This is an optimization exercise on Yosys and OpenROAD, whose aim is small area, a short achievable clock period and few clock cycles per item, not a production implementation. Where RTL was checked, it was by simulation tests only, not by an equivalence proof against the original. Only the layout flow was run in run 1; the RTL was not checked for function there.

==> flow/design.v (outline; a module is shown in full before it is edited, if it fits) <==
// module pu24_alu: 164 lines
// module pu24_r4step: 21 lines
// module pu24_bmul: 1749 lines
// module pu24_add34: 184 lines
// module pu24_add72: 442 lines
module pu24_alu (
    input  wire        clk,
    input  wire        rst,
    input  wire        in_valid,
    output wire        in_ready,
    input  wire [1:0]  in_op,
    input  wire [31:0] in_a,
    input  wire [31:0] in_b,
    output reg         out_valid,
    output reg  [31:0] out_word,
    output reg  [3:0]  out_res,
    output reg         out_div0
);
  // ...
==> flow/flow/run.sh <==
#!/bin/bash
# Layout flow: the standard ORFS flow (standard.sh, with the standard
# synthesis unchanged), with repair_timing asked to leave extra setup slack
# (SETUP_SLACK_MARGIN from flow/margin.txt) so that the layout is timed for
# a shorter period than the design's clock. The SDC is not changed.
set -euo pipefail
MARGIN=$(cat flow/margin.txt)
sed "s|\"\${@:-finish}\"|SETUP_SLACK_MARGIN=$MARGIN \"\${@:-finish}\"|" standard.sh > standard_margin.sh
bash standard_margin.sh > standard.log 2>&1
==> flow/flow/margin.txt <==
14
==> flow/standard.sh <==
#!/bin/bash
# synth_recipe.tcl (not shown) runs the flow's synth.tcl, then flattens the netlist and writes it again
# the make line also repeats each setting of config.mk as NAME=value (left out here)
make -C /OpenROAD-flow-scripts/flow DESIGN_CONFIG=/design/flow/config.mk WORK_HOME=/design/flow/orfs CLKGATE_MAP_FILE= SYNTH_SCRIPT=/design/flow/synth_recipe.tcl "${@:-finish}"
==> flow/config.mk <==
export PLATFORM = sky130hd
export DESIGN_NAME = pu24_alu
export DESIGN_NICKNAME = pu24_alu
export VERILOG_FILES = /design/flow/design.v
export SDC_FILE = /design/flow/constraint.sdc
export NUM_CORES = 4
export LEC_CHECK = 0
export ABC_CLOCK_PERIOD_IN_PS = 5000
export CAP_MARGIN = 20
export CORE_MARGIN = 2
export CORE_UTILIZATION = 40
export SLEW_MARGIN = 20
==> flow/constraint.sdc <==
create_clock -name core_clock -period 20.0 [get_ports {clk}]
set_input_delay 4.0000 -clock core_clock [delete_from_list [all_inputs] [get_ports {clk}]]
set_output_delay 4.0000 -clock core_clock [all_outputs]
set_load 0.01 [all_outputs]
==> results.toml, run 1 <==
[global_routing]
grt_usage = 0.2653
grt_max_degree = 68
grt_pass1_vias = 42100

[setup_path]
crit_required_ns = 20.56
path_depth = 29
cpPeakStageDelay_ns = 0.54
r2r-end = "d_r[20]"
critical_path_class = "reg2reg"
cp_slowest_cell = "or4_4"

[finish]
layout.cells.non_filler = 7327
nets = 6545
seq_share = 0.1906
largest_reg_flops = 72
dominant_cells = "multi-input combinational cells"
fin_area_sq_um = 60020
n_all_inverters = 788

[yosys]
synth_largest_area_cell = "fa_1"
synth_most_common_cell = "inv_1"
synth_seq_area_share = 0.2218
netlist_area_sq_um = 51390
synth.area.top_cells = "fa_1 (21%), dfxtp_1 (14%), xnor2_1 (12%), edfxtp_1 (8.2%), ha_1 (7.8%)"
synth_top_area_share = 0.2100

[drt]
drt_pre_antenna_iters = 6
drt_iter0_drc = 4254
vias_per_cell = 5.748

[sta]
timing.slew.headroom = 0.3302
finalSetupTns_ns = 0
period_share = 0.3243
setup_violations = 0

[clocking]
clkSinkCount = 499

[placed_design]
placed_area_sq_um = 54170
dpl.hpwl_um = 126100

[flow_run]
drv_cap = 0

[status]
status = "finished clean"
==> module pu24_alu, before the edit <==
module pu24_alu (
    input  wire        clk,
    input  wire        rst,
    input  wire        in_valid,
    output wire        in_ready,
    input  wire [1:0]  in_op,
    input  wire [31:0] in_a,
    input  wire [31:0] in_b,
    output reg         out_valid,
    output reg  [31:0] out_word,
    output reg  [3:0]  out_res,
    output reg         out_div0
);
    localparam OP_MUL  = 2'd0;
    localparam OP_MACS = 2'd1;
    localparam OP_MACA = 2'd2;
    localparam OP_DIV  = 2'd3;
    localparam [31:0] MAXW = 32'h7FFF_FFFF;
    localparam [31:0] MINW = 32'h8000_0001;
    reg        rdy;
    reg        v0;
    reg [1:0]  op0;
    reg [31:0] a0;
    reg [31:0] b0;
    assign in_ready = rdy;
    wire accept = in_valid & rdy;
    wire [71:0] ms, mc;
    pu24_bmul u_mul (.a(a0), .b(b0), .s(ms), .c(mc));
    reg        v1;
    reg [1:0]  op1;
    reg [71:0] s1;
    reg [71:0] c1;
    reg  [71:0] acc;
    reg         acc_z;       
    wire [71:0] acc_sel = (op1 == OP_MACA && !acc_z) ? acc : 72'd0;
    wire [71:0] cs_s = acc_sel ^ s1 ^ c1;
    wire [71:0] cs_c = (acc_sel & s1) | (acc_sel & c1) | (s1 & c1);
    wire [71:0] x;
    wire        x_co;
    pu24_add72 u_x (.a(cs_s), .b({cs_c[70:0], 1'b0}), .cin(1'b0), .s(x), .cout(x_co));
    reg        f_v;
    reg [71:23] f_x;
    reg        f_st;
    reg        f_div0;
    reg        d_run;
    reg [3:0]  d_cnt;
    reg        d_neg;
    reg [31:0] d_r;       
    reg [31:0] d_q;       
    reg [31:0] d_b;       
    reg [33:0] d_b3;      
    reg        d_early;   
    reg        d_bz;
    reg        d_sg;      
    reg        d_zr;      
    wire        d_start = v0 & (op0 == OP_DIV);
    wire [31:0] a_mag = a0[31] ? (~a0 + 32'd1) : a0;
    wire [31:0] b_mag = b0[31] ? (~b0 + 32'd1) : b0;
    wire        s_bz  = (b0 == 32'd0);
    wire        s_az  = (a0 == 32'd0);
    wire        s_ovf = ({7'd0, a_mag[31:7]} >= b_mag);
    function [5:0] lzc32;
        input [31:0] v;
        integer i;
        begin
            lzc32 = 6'd32;
            for (i = 0; i < 32; i = i + 1)
                if (v[i]) lzc32 = 6'd31 - i[5:0];
        end
    endfunction
    wire [6:0]  s_m   = 7'd6 + {1'b0, lzc32(a_mag)} - {1'b0, lzc32(b_mag)};
    wire        s_q0  = ~s_m[6] & (s_m[5:0] >= 6'd32);    
    wire [3:0]  s_j   = s_m[6] ? 4'd0 : s_m[4:1];
    wire [63:0] s_w   = {7'd0, a_mag, 25'd0} << {s_j, 1'b0};
    wire        s_early = s_bz | s_ovf | s_q0;
    wire [33:0] st2;
    pu24_r4step u_st1 (.r(d_r), .nb(d_q[31:30]), .b(d_b), .b3(d_b3), .qr(st2));
    wire [31:0] qn  = {d_q[29:0], st2[33:32]};
    wire        f_s    = f_x[71];
    wire        f_hov  = f_s ? ~(&f_x[70:55]) : (|f_x[70:55]);
    wire        f_c    = f_x[23] & (~f_s | f_st);
    wire [31:0] f_h    = f_x[55:24];
    wire        h_max  = (f_h == 32'h7FFF_FFFF);
    wire        h_min  = (f_h == 32'h8000_0000);
    wire        h_ones = (f_h == 32'hFFFF_FFFF);
    wire        sat    = f_hov | (~f_s & h_max & f_c) | (f_s & h_min & ~f_c);
    wire [31:0] w      = f_h + {31'd0, f_c};
    wire [6:0] dsum = f_h[3:0]   + f_h[7:4]   + f_h[11:8]  + f_h[15:12]
                    + f_h[19:16] + f_h[23:20] + f_h[27:24] + f_h[31:28];
    wire [4:0] fd1 = dsum[6:4] + dsum[3:0];
    wire [3:0] fd2 = fd1[4] + fd1[3:0];
    wire [3:0] hm  = (fd2 == 4'd15) ? 4'd0 : fd2;
    wire [3:0] wm  = (h_ones & f_c) ? 4'd0 :
                     (f_c ? ((hm == 4'd14) ? 4'd0 : hm + 4'd1) : hm);
    always @(posedge clk) begin
        if (rst) begin
            rdy       <= 1'b1;
            v0        <= 1'b0;
            v1        <= 1'b0;
            f_v       <= 1'b0;
            out_valid <= 1'b0;
            acc_z     <= 1'b1;
            d_run     <= 1'b0;
            d_early   <= 1'b0;
        end else begin
            v0 <= accept;
            if (accept && in_op == OP_DIV)
                rdy <= 1'b0;
            else if ((d_start && (s_early || s_j >= 4'd14)) || (d_run && d_cnt == 4'd13))
                rdy <= 1'b1;
            v1 <= v0 & (op0 != OP_DIV);
            if (v1 && op1 != OP_MUL)
                acc_z <= 1'b0;
            d_early <= d_start & s_early;
            if (d_start && !s_early)
                d_run <= 1'b1;
            else if (d_run && d_cnt == 4'd15)
                d_run <= 1'b0;
            f_v <= v1 | d_early | (d_run && d_cnt == 4'd15);
            out_valid <= f_v;
        end
        op0 <= in_op;
        a0  <= in_a;
        b0  <= in_b;
        op1 <= op0;
        s1  <= ms;
        c1  <= mc;
        if (v1 && op1 != OP_MUL)
            acc <= x;
        if (d_start) begin
            d_neg <= a0[31] ^ b0[31];
            d_b   <= b_mag;
            d_b3  <= {2'd0, b_mag} + {1'b0, b_mag, 1'b0};
            d_bz  <= s_bz;
            d_sg  <= s_bz ? a0[31] : (s_ovf & (a0[31] ^ b0[31]));
            d_zr  <= s_bz ? s_az : s_q0;
        end
        if (d_start) begin
            d_cnt <= s_j;
            d_r   <= s_w[63:32];
            d_q   <= s_w[31:0];
        end else begin
            d_cnt <= d_cnt + 4'd1;
            d_r   <= st2[31:0];
            d_q   <= qn;
        end
        if (d_early) begin
            f_x    <= {d_sg, {16{~d_sg & ~d_zr}}, 32'd0};
            f_st   <= 1'b0;
            f_div0 <= d_bz;
        end else if (d_run) begin
            f_x    <= {{17{d_neg}}, qn[31:1] ^ {31{d_neg}}, qn[0] ^ d_neg};
            f_st   <= d_neg;
            f_div0 <= 1'b0;
        end else begin
            f_x    <= x[71:23];
            f_st   <= |x[22:0];
            f_div0 <= 1'b0;
        end
        out_word <= sat ? (f_s ? MINW : MAXW) : w;
        out_res  <= sat ? (f_s ? 4'd9 : 4'd7) : wm;
        out_div0 <= f_div0;
    end
endmodule
==> module pu24_r4step, before the edit <==
module pu24_r4step (
    input  wire [31:0] r,
    input  wire [1:0]  nb,
    input  wire [31:0] b,
    input  wire [33:0] b3,
    output wire [33:0] qr
);
    wire [33:0] r4 = {r, nb};
    wire [31:0] d1, d2, d3;
    wire        ge1, ge2, ge3;
    wire [1:0]  u1, u2, u3;
    pu24_add34 u_s1 (.a(r4), .b(~{2'd0, b}),       .cin(1'b1), .s({u1, d1}), .cout(ge1));
    pu24_add34 u_s2 (.a(r4), .b(~{1'd0, b, 1'b0}), .cin(1'b1), .s({u2, d2}), .cout(ge2));
    pu24_add34 u_s3 (.a(r4), .b(~b3),              .cin(1'b1), .s({u3, d3}), .cout(ge3));
    wire s3 = ge3;
    wire s2 = ge2 & ~ge3;
    wire s1 = ge1 & ~ge2;
    wire s0 = ~ge1;
    assign qr = {ge2, ge3 | s1,
                 ({32{s3}} & d3) | ({32{s2}} & d2) | ({32{s1}} & d1) | ({32{s0}} & r4[31:0])};
endmodule
==> inputs of run 2 (changes only) <==
--- a/flow/design.v
+++ b/flow/design.v
@@ -50,3 +50,2 @@
     reg [31:0] d_b;       
-    reg [33:0] d_b3;      
     reg        d_early;   
@@ -70,3 +69,5 @@
     endfunction
-    wire [6:0]  s_m   = 7'd6 + {1'b0, lzc32(a_mag)} - {1'b0, lzc32(b_mag)};
+    wire [5:0]  s_la  = lzc32(a0 ^ {32{a0[31]}}) - {5'd0, a0[31]};
+    wire [5:0]  s_lb  = lzc32(b0 ^ {32{b0[31]}});
+    wire [6:0]  s_m   = 7'd6 + {1'b0, s_la} - {1'b0, s_lb};
     wire        s_q0  = ~s_m[6] & (s_m[5:0] >= 6'd32);    
@@ -76,3 +77,3 @@
     wire [33:0] st2;
-    pu24_r4step u_st1 (.r(d_r), .nb(d_q[31:30]), .b(d_b), .b3(d_b3), .qr(st2));
+    pu24_r4step u_st1 (.r(d_r), .nb(d_q[31:30]), .b(d_b), .qr(st2));
     wire [31:0] qn  = {d_q[29:0], st2[33:32]};
@@ -132,3 +133,2 @@
             d_b   <= b_mag;
-            d_b3  <= {2'd0, b_mag} + {1'b0, b_mag, 1'b0};
             d_bz  <= s_bz;
@@ -168,3 +168,2 @@
     input  wire [31:0] b,
-    input  wire [33:0] b3,
     output wire [33:0] qr
@@ -172,2 +171,6 @@
     wire [33:0] r4 = {r, nb};
+    wire [33:0] m1 = ~{2'd0, b};
+    wire [33:0] m2 = ~{1'd0, b, 1'b0};
+    wire [33:0] t3s = r4 ^ m1 ^ m2;
+    wire [33:0] t3c = (r4 & m1) | (r4 & m2) | (m1 & m2);
     wire [31:0] d1, d2, d3;
@@ -177,3 +180,5 @@
     pu24_add34 u_s2 (.a(r4), .b(~{1'd0, b, 1'b0}), .cin(1'b1), .s({u2, d2}), .cout(ge2));
-    pu24_add34 u_s3 (.a(r4), .b(~b3),              .cin(1'b1), .s({u3, d3}), .cout(ge3));
+    wire        k3;
+    pu24_add34 u_s3 (.a(t3s), .b({t3c[32:0], 1'b1}), .cin(1'b1), .s({u3, d3}), .cout(k3));
+    assign ge3 = k3 & t3c[33];
     wire s3 = ge3;
==> flow/flow/margin.txt (replaced) <==
14.5
--- a/flow/config.mk
+++ b/flow/config.mk
@@ -10,3 +10,3 @@
 export CORE_MARGIN = 2
-export CORE_UTILIZATION = 40
+export CORE_UTILIZATION = 50
 export SLEW_MARGIN = 20
==> results.toml, run 2 <==
[status]
status = "finished clean"

[placed_design]
dpl.hpwl_um = 120300
place_congestion = 0.9533
port_buffers = 107
numPlacedInstances = 6586

[clocking]
cts_tree = "built"
hold_buffers = 0
clk_path_buf_depth = 3
htree_levels = 2
cts_buffers = 55
cts.clk_slew.worst_paths_ns = 0.07
clkSinkCount = 466
root_buffer = "clkbuf_16"
clock_latency_ns = 0.68

[die]
dieArea_sq_um = 103300
io_pins = 108
coreArea_sq_um = 100000
initial_utilization = 0.5038
die_h_um = 321.4
die_w_um = 321.4
rows = 116

[yosys]
synth-async-reset-ratio = 0
synthXorXnorAreaFrac = 0.1389
yosys.area_share.simple = 0.08573
syn_avg_cell_area_sq_um = 9.194
syn_inst = 5480
synth_top_family_by_area = "adder cells"
synth_edf_count = 108
synth_compound_area_frac = 0.1743
yosysUniqueCellTypes = 82
synthAdderAreaFrac = 0.2996
synth_most_common_cell = "inv_1"
synth_largest_area_cell = "fa_1"
syn_nets = 6414
netlist_area_sq_um = 50380
ys.flop_type = "dfxtp_1"
synth_seq_area_share = 0.2066
synthMuxAreaShare = 0.008270
ys_ff_latch = 466
synth.area.top_cells = "fa_1 (23%), dfxtp_1 (14%), xnor2_1 (12%), a22oi_1 (7.6%), ha_1 (7.4%)"
yosys-top-cells-count = "inv_1 (734), xnor2_1 (716), fa_1 (569)"
yosys_warnings = 1
synth_top_area_share = 0.2261

[finish]
final_common_cell = "inv_1"
layout.cells.non_filler = 6803
fin_util = 0.5722
area_delta_synth_final_pct = 13.57
largest_reg_flops = 72
layout_common_cells = "inv_1 (727), xnor2_1 (707), fa_1 (564)"
drive_above_1_share = 0.1106
nets = 6392
top_regs = "acc: 72 flops, s1: 64 flops, c1: 62 flops"
regMostFlops = "acc"

[setup_path]
critical_path_class = "reg2reg"
r2r_slack_ns = 13.93
crit_required_ns = 20.53
cpPeakStageDelay_ns = 0.41
crit_fanout = 41
critPathCaptureType = "register"
r2r-end = "d_r[17]"
reg2regPathDepth = 35
cp-start-kind = "register"
arrival_ns = 6.59
cp_slowest_cell = "a221o_1"
reg2reg_from = "a0[4]"

[global_routing]
antenna_found_initial = 4
overflow = 0
grt_pass1_vias = 41880
grt_max_degree = 77
grt_pass1_wl_um = 264900
grt_usage = 0.3428

[sta]
fmax_mhz = 164.8
final-hold-violation-count = 0
period_share = 0.3033
finalSetupTns_ns = 0
worst_slew_pin_slew_ns = 0.9616
fin_crit_ns = 6.066
skew_ns = 0.06784
setup_violations = 0
rsz0062_at_grt = "true"
drv_slew = 0
timing.slew.headroom = 0.3543

[worst_hold_path]
hp-start = "f_div0"
hp-class = "reg2reg"
hold_end = "out_div0"
hold_depth = 0

[drt]
via_count = 41620
wl_um = 178300
post-route-drc-count = 0
vias_per_cell = 6.118
antenna_left = 0
detail_route.wl_per_cell_um = 26.21
drt_iter0_drc = 4456
drt_pre_antenna_iters = 9

[flow_run]
drv_cap = 0
[run 2: changes by cell type after synthesis, sizes merged, moves of 26 or more]
cell | previous run | this run
o21a | 34 | 67
inv | 782 | 739
edfxtp | 141 | 108
ha | 322 | 296
a21oi | 213 | 168
nand2 | 212 | 247
fa | 539 | 569
[run 2: how the worst max path moves through the flow]
stage,depth (start not counted),from,to
after floorplan,31,a0[1],d_r[24]
after global placement,33,a0[2],d_r[19]
after detailed placement,33,a0[2],d_r[25]
after CTS,32,a0[1],d_r[8]
after global routing,35,a0[4],d_r[17]
final,35,a0[4],d_r[17]
[run 2: logic make-up (layout without fill, tap and decap cells)]
family,count (synthesis),in the layout
flops,466,466
other cells,0,1
mux,40,40
buf+inv,1159,1180
fa+ha+maj,865,865
simple gates,887,890
compound gates,1264,1264
xor+xnor,799,799
[run 2: metal layers]
layer  routed length, um  vias to the layer above  share of wire  GRT usage
met2               76720                     2261           0.43     0.5210
met4               13500                        4          0.076     0.2210
met1               71730                    20440           0.40     0.4463
met5                  27                        -        0.00015          0
met3               16320                      643          0.092    0.06775
li1                    -                    18270              -          -
[run 2: per-stage QoR]
step	worst slack (ns)	hold WS (ns)	instance area (sq um)
2_1_floorplan	14.47	0.3096	50420
3_3_place_gp	12.49	0.3130	52540
3_5_place_dp	12.53	0.3151	52540
4_1_cts	13.97	0.3319	56280
5_1_grt	13.63	0.3489	57210
6_report	13.93	0.3286	57220
[run 2: worst max-delay path: cells and delay by family, from the launching register on]
kind            cells  cell delay [ns]
flops               1             0.35
fa+ha+maj           2             0.57
mux                 1             0.33
simple gates        6             0.54
xor+xnor            1             0.15
compound gates     19             3.17
buf+inv             6             0.75
[run 2: final cells by class]
class / count / area, sq um
Fill cell: 8901 / 42780
Multi-Input combinational cell: 3858 / 36870
Sequential cell: 466 / 10480
Timing Repair Buffer: 336 / 3478
Inverter: 741 / 2789
Tap cell: 1298 / 1624
Clock buffer: 69 / 1510
Clock inverter: 34 / 469.2
Antenna cell: 1 / 2.502
[run 2: timing repair]
action | in CTS | in global routing
endpoints found under the setup margin | 139 | 110
pin swaps | 65 | 68
cloned | 14 | 3
setup buffers | 67 | 29
gates resized for setup | 274 | 163
Testbench counts of run 2, summed over its fixed seeds: cycles 8,833, items 4,800.
==> inputs of run 3 (changes only) <==
==> flow/flow/margin.txt (replaced) <==
14
--- a/flow/config.mk
+++ b/flow/config.mk
@@ -10,3 +10,3 @@
 export CORE_MARGIN = 2
-export CORE_UTILIZATION = 50
+export CORE_UTILIZATION = 40
 export SLEW_MARGIN = 20
==> results.toml, run 3 <==
[yosys]
synth_most_common_cell = "inv_1"
ys_ff_latch = 466
netlist_area_sq_um = 50380
syn_nets = 6414
synth-async-reset-ratio = 0
yosys_warnings = 1
synth_edf_count = 108
syn_inst = 5480
ys.flop_type = "dfxtp_1"
synth_seq_area_share = 0.2066
yosysUniqueCellTypes = 82
synth_top_area_share = 0.2261
synth_largest_area_cell = "fa_1"
synth.area.top_cells = "fa_1 (23%), dfxtp_1 (14%), xnor2_1 (12%), a22oi_1 (7.6%), ha_1 (7.4%)"
yosys-top-cells-count = "inv_1 (734), xnor2_1 (716), fa_1 (569)"
syn_avg_cell_area_sq_um = 9.194

[worst_hold_path]
hold_depth = 0
hp-start = "f_div0"
hp-class = "reg2reg"
hold_end = "out_div0"

[sta]
timing.slew.headroom = 0.3488
fin_crit_ns = 6.141
skew_ns = 0.05687
finalSetupTns_ns = 0
final-hold-violation-count = 0
drv_slew = 0
fin_ws_ns = 13.86
hold_slack_ns = 0.3500
fmax_mhz = 162.8
worst_slew_pin_slew_ns = 0.9767
setup_violations = 0
rsz0062_at_grt = "true"
period_share = 0.3070

[die]
rows = 130
io_pins = 108
die_w_um = 358.9
dieArea_sq_um = 128800
die_h_um = 358.9
coreArea_sq_um = 125200
initial_utilization = 0.4023

[setup_path]
critical_path_class = "reg2reg"
cpPeakStageDelay_ns = 0.57
r2r-end = "d_r[19]"
r2r_slack_ns = 13.86
reg2reg_from = "b0[11]"
crit_fanout = 31
crit_required_ns = 20.51
reg2regPathDepth = 32
cp_slowest_cell = "buf_4"
crit_top_cell = "o21ai_0"
cp-start-kind = "register"
arrival_ns = 6.65
critPathCaptureType = "register"

[drt]
antenna_left = 0
wl_um = 175700
via_count = 41420
drt_iter0_drc = 4615
detail_route.wl_per_cell_um = 24.64
vias_per_cell = 5.810
post-route-drc-count = 0
drt_pre_antenna_iters = 8

[global_routing]
grt_max_degree = 75
use_met2 = 0.4070
grt_usage = 0.2677
met3_usage = 0.05682
grt-busiest-layer = "met2"
grtUsageMet1 = 0.3632
overflow = 0
grt_pass1_wl_um = 265100
antenna_found_initial = 5
grt_pass1_vias = 42200

[finish]
largest_reg_flops = 72
regMostFlops = "acc"
area_delta_synth_final_pct = 13.31
nFillCells = 12030
top_regs = "acc: 72 flops, s1: 64 flops, c1: 62 flops"
drive_above_1_share = 0.09790
nets = 6363
layout.cells.non_filler = 7129
fin_util = 0.4558
layout_common_cells = "inv_1 (728), xnor2_1 (714), fa_1 (567)"
final_common_cell = "inv_1"

[clocking]
clkSinkCount = 466
cts_buffers = 54
root_buffer = "clkbuf_16"
htree_levels = 2
clock_latency_ns = 0.69
hold_buffers = 0
cts.clk_slew.worst_paths_ns = 0.07
cts_tree = "built"
clk_path_buf_depth = 3

[placed_design]
numPlacedInstances = 6929
dpl.hpwl_um = 119700
port_buffers = 107
pre_cts_slack_ns = 11.85
place_congestion = 0.9259

[status]
status = "finished clean"

[flow_run]
drv_cap = 0
## run 3: cell counts after synthesis
Identical to the previous run, type by type.
## run 3: cell families after synthesis
family	count (synthesis)	share of synthesized area
adders and majority gates	865	0.2996
muxes	40	0.008270
AOI/OAI and AO/OA	1264	0.1743
DFF	466	0.2066
and+or+nand+nor	887	0.08573
xor gates and xnor gates	799	0.1389
buffers and inverters	1159	0.08662
## run 3: how the worst max path moves through the flow
| stage | from | endpoint | slack, ns |
|---|---|---|---|
| 2_1_floorplan | b0[31] | d_r[24] | 14.12 |
| 3_3_place_gp | b0[3] | d_r[24] | 11.89 |
| 3_5_place_dp | b0[3] | d_r[24] | 11.85 |
| 4_1_cts | a0[1] | d_r[24] | 13.93 |
| 5_1_grt | a0[1] | d_r[24] | 13.61 |
| 6_report | b0[11] | d_r[19] | 13.86 |
## run 3: stage by stage
step                cell area, sq um
floorplan                      50380
global placement               52960
detailed placement             52960
CTS                            56040
global route                   57080
finish                         57090
## run 3: routing by layer
metal / share of wire / vias to the layer above
met5: 0.000068 / -
li1: - / 18230
met3: 0.10 / 571
met4: 0.055 / 2
met1: 0.42 / 20310
met2: 0.43 / 2315
## run 3: area by class of cell
cell class              instances  area [sq um]  share of cell area
diodes                          4         10.01           0.0001753
clock buffers                  79          1630             0.02856
clock inverters                23         246.5            0.004318
inverters                     741          2801             0.04907
multi-input cells            3857         36710              0.6430
flip-flops and latches        466         10450              0.1830
well taps                    1650          2064             0.03616
repair buffers                309          3181             0.05572
## run 3: repair_timing
action / in CTS / in global routing
gates cloned: 14 / 3
setup buffers: 38 / 39
pin swaps: 44 / 59
gates resized for setup: 130 / 184
endpoints found under the setup margin: 151 / 69
## run 3: critical path: cells and delay by family, from the launching register on
| family | cells | cell delay [ns] |
|---|---|---|
| AOI/OAI and AO/OA | 14 | 2.62 |
| adders and majority gates | 2 | 0.42 |
| DFF | 1 | 0.30 |
| xor gates and xnor gates | 1 | 0.14 |
| and+or+nand+nor | 9 | 1.29 |
| buffers and inverters | 6 | 1.22 |

-- separate check: timing with driven ports --
In the flow no input, the clock included, has a driving cell. The finished layouts below were timed again as built, in two steps.
Step 1 (the two cells are an assumption about what drives the block):
set clk [get_ports {clk}]
set_driving_cell -lib_cell sky130_fd_sc_hd__clkbuf_16 $clk
set_driving_cell -lib_cell sky130_fd_sc_hd__buf_2 [delete_from_list [all_inputs] $clk]
Step 2 also shifts input and output timing later by t, the mid clock arrival at the registers, as if the neighbouring blocks saw the same clock.
Slacks: no drivers / after step 1 / after step 2; pairs: no drivers / after step 1.
run | shift t [ns] | slack for setup (ns) | hold WS [ns] | latest minus earliest clock arrival (ns)
run 1 | 0.758 | 13.515 / 13.515 / 13.515 | 0.326 / 0.326 / 0.326 | 0.045 / 0.045
run 2 | 0.719 | 13.934 / 13.934 / 13.934 | 0.329 / 0.329 / 0.329 | 0.068 / 0.068
run 3 | 0.739 | 13.859 / 13.859 / 13.859 | 0.350 / 0.350 / 0.350 | 0.058 / 0.058
After both steps every run listed still meets setup and hold.
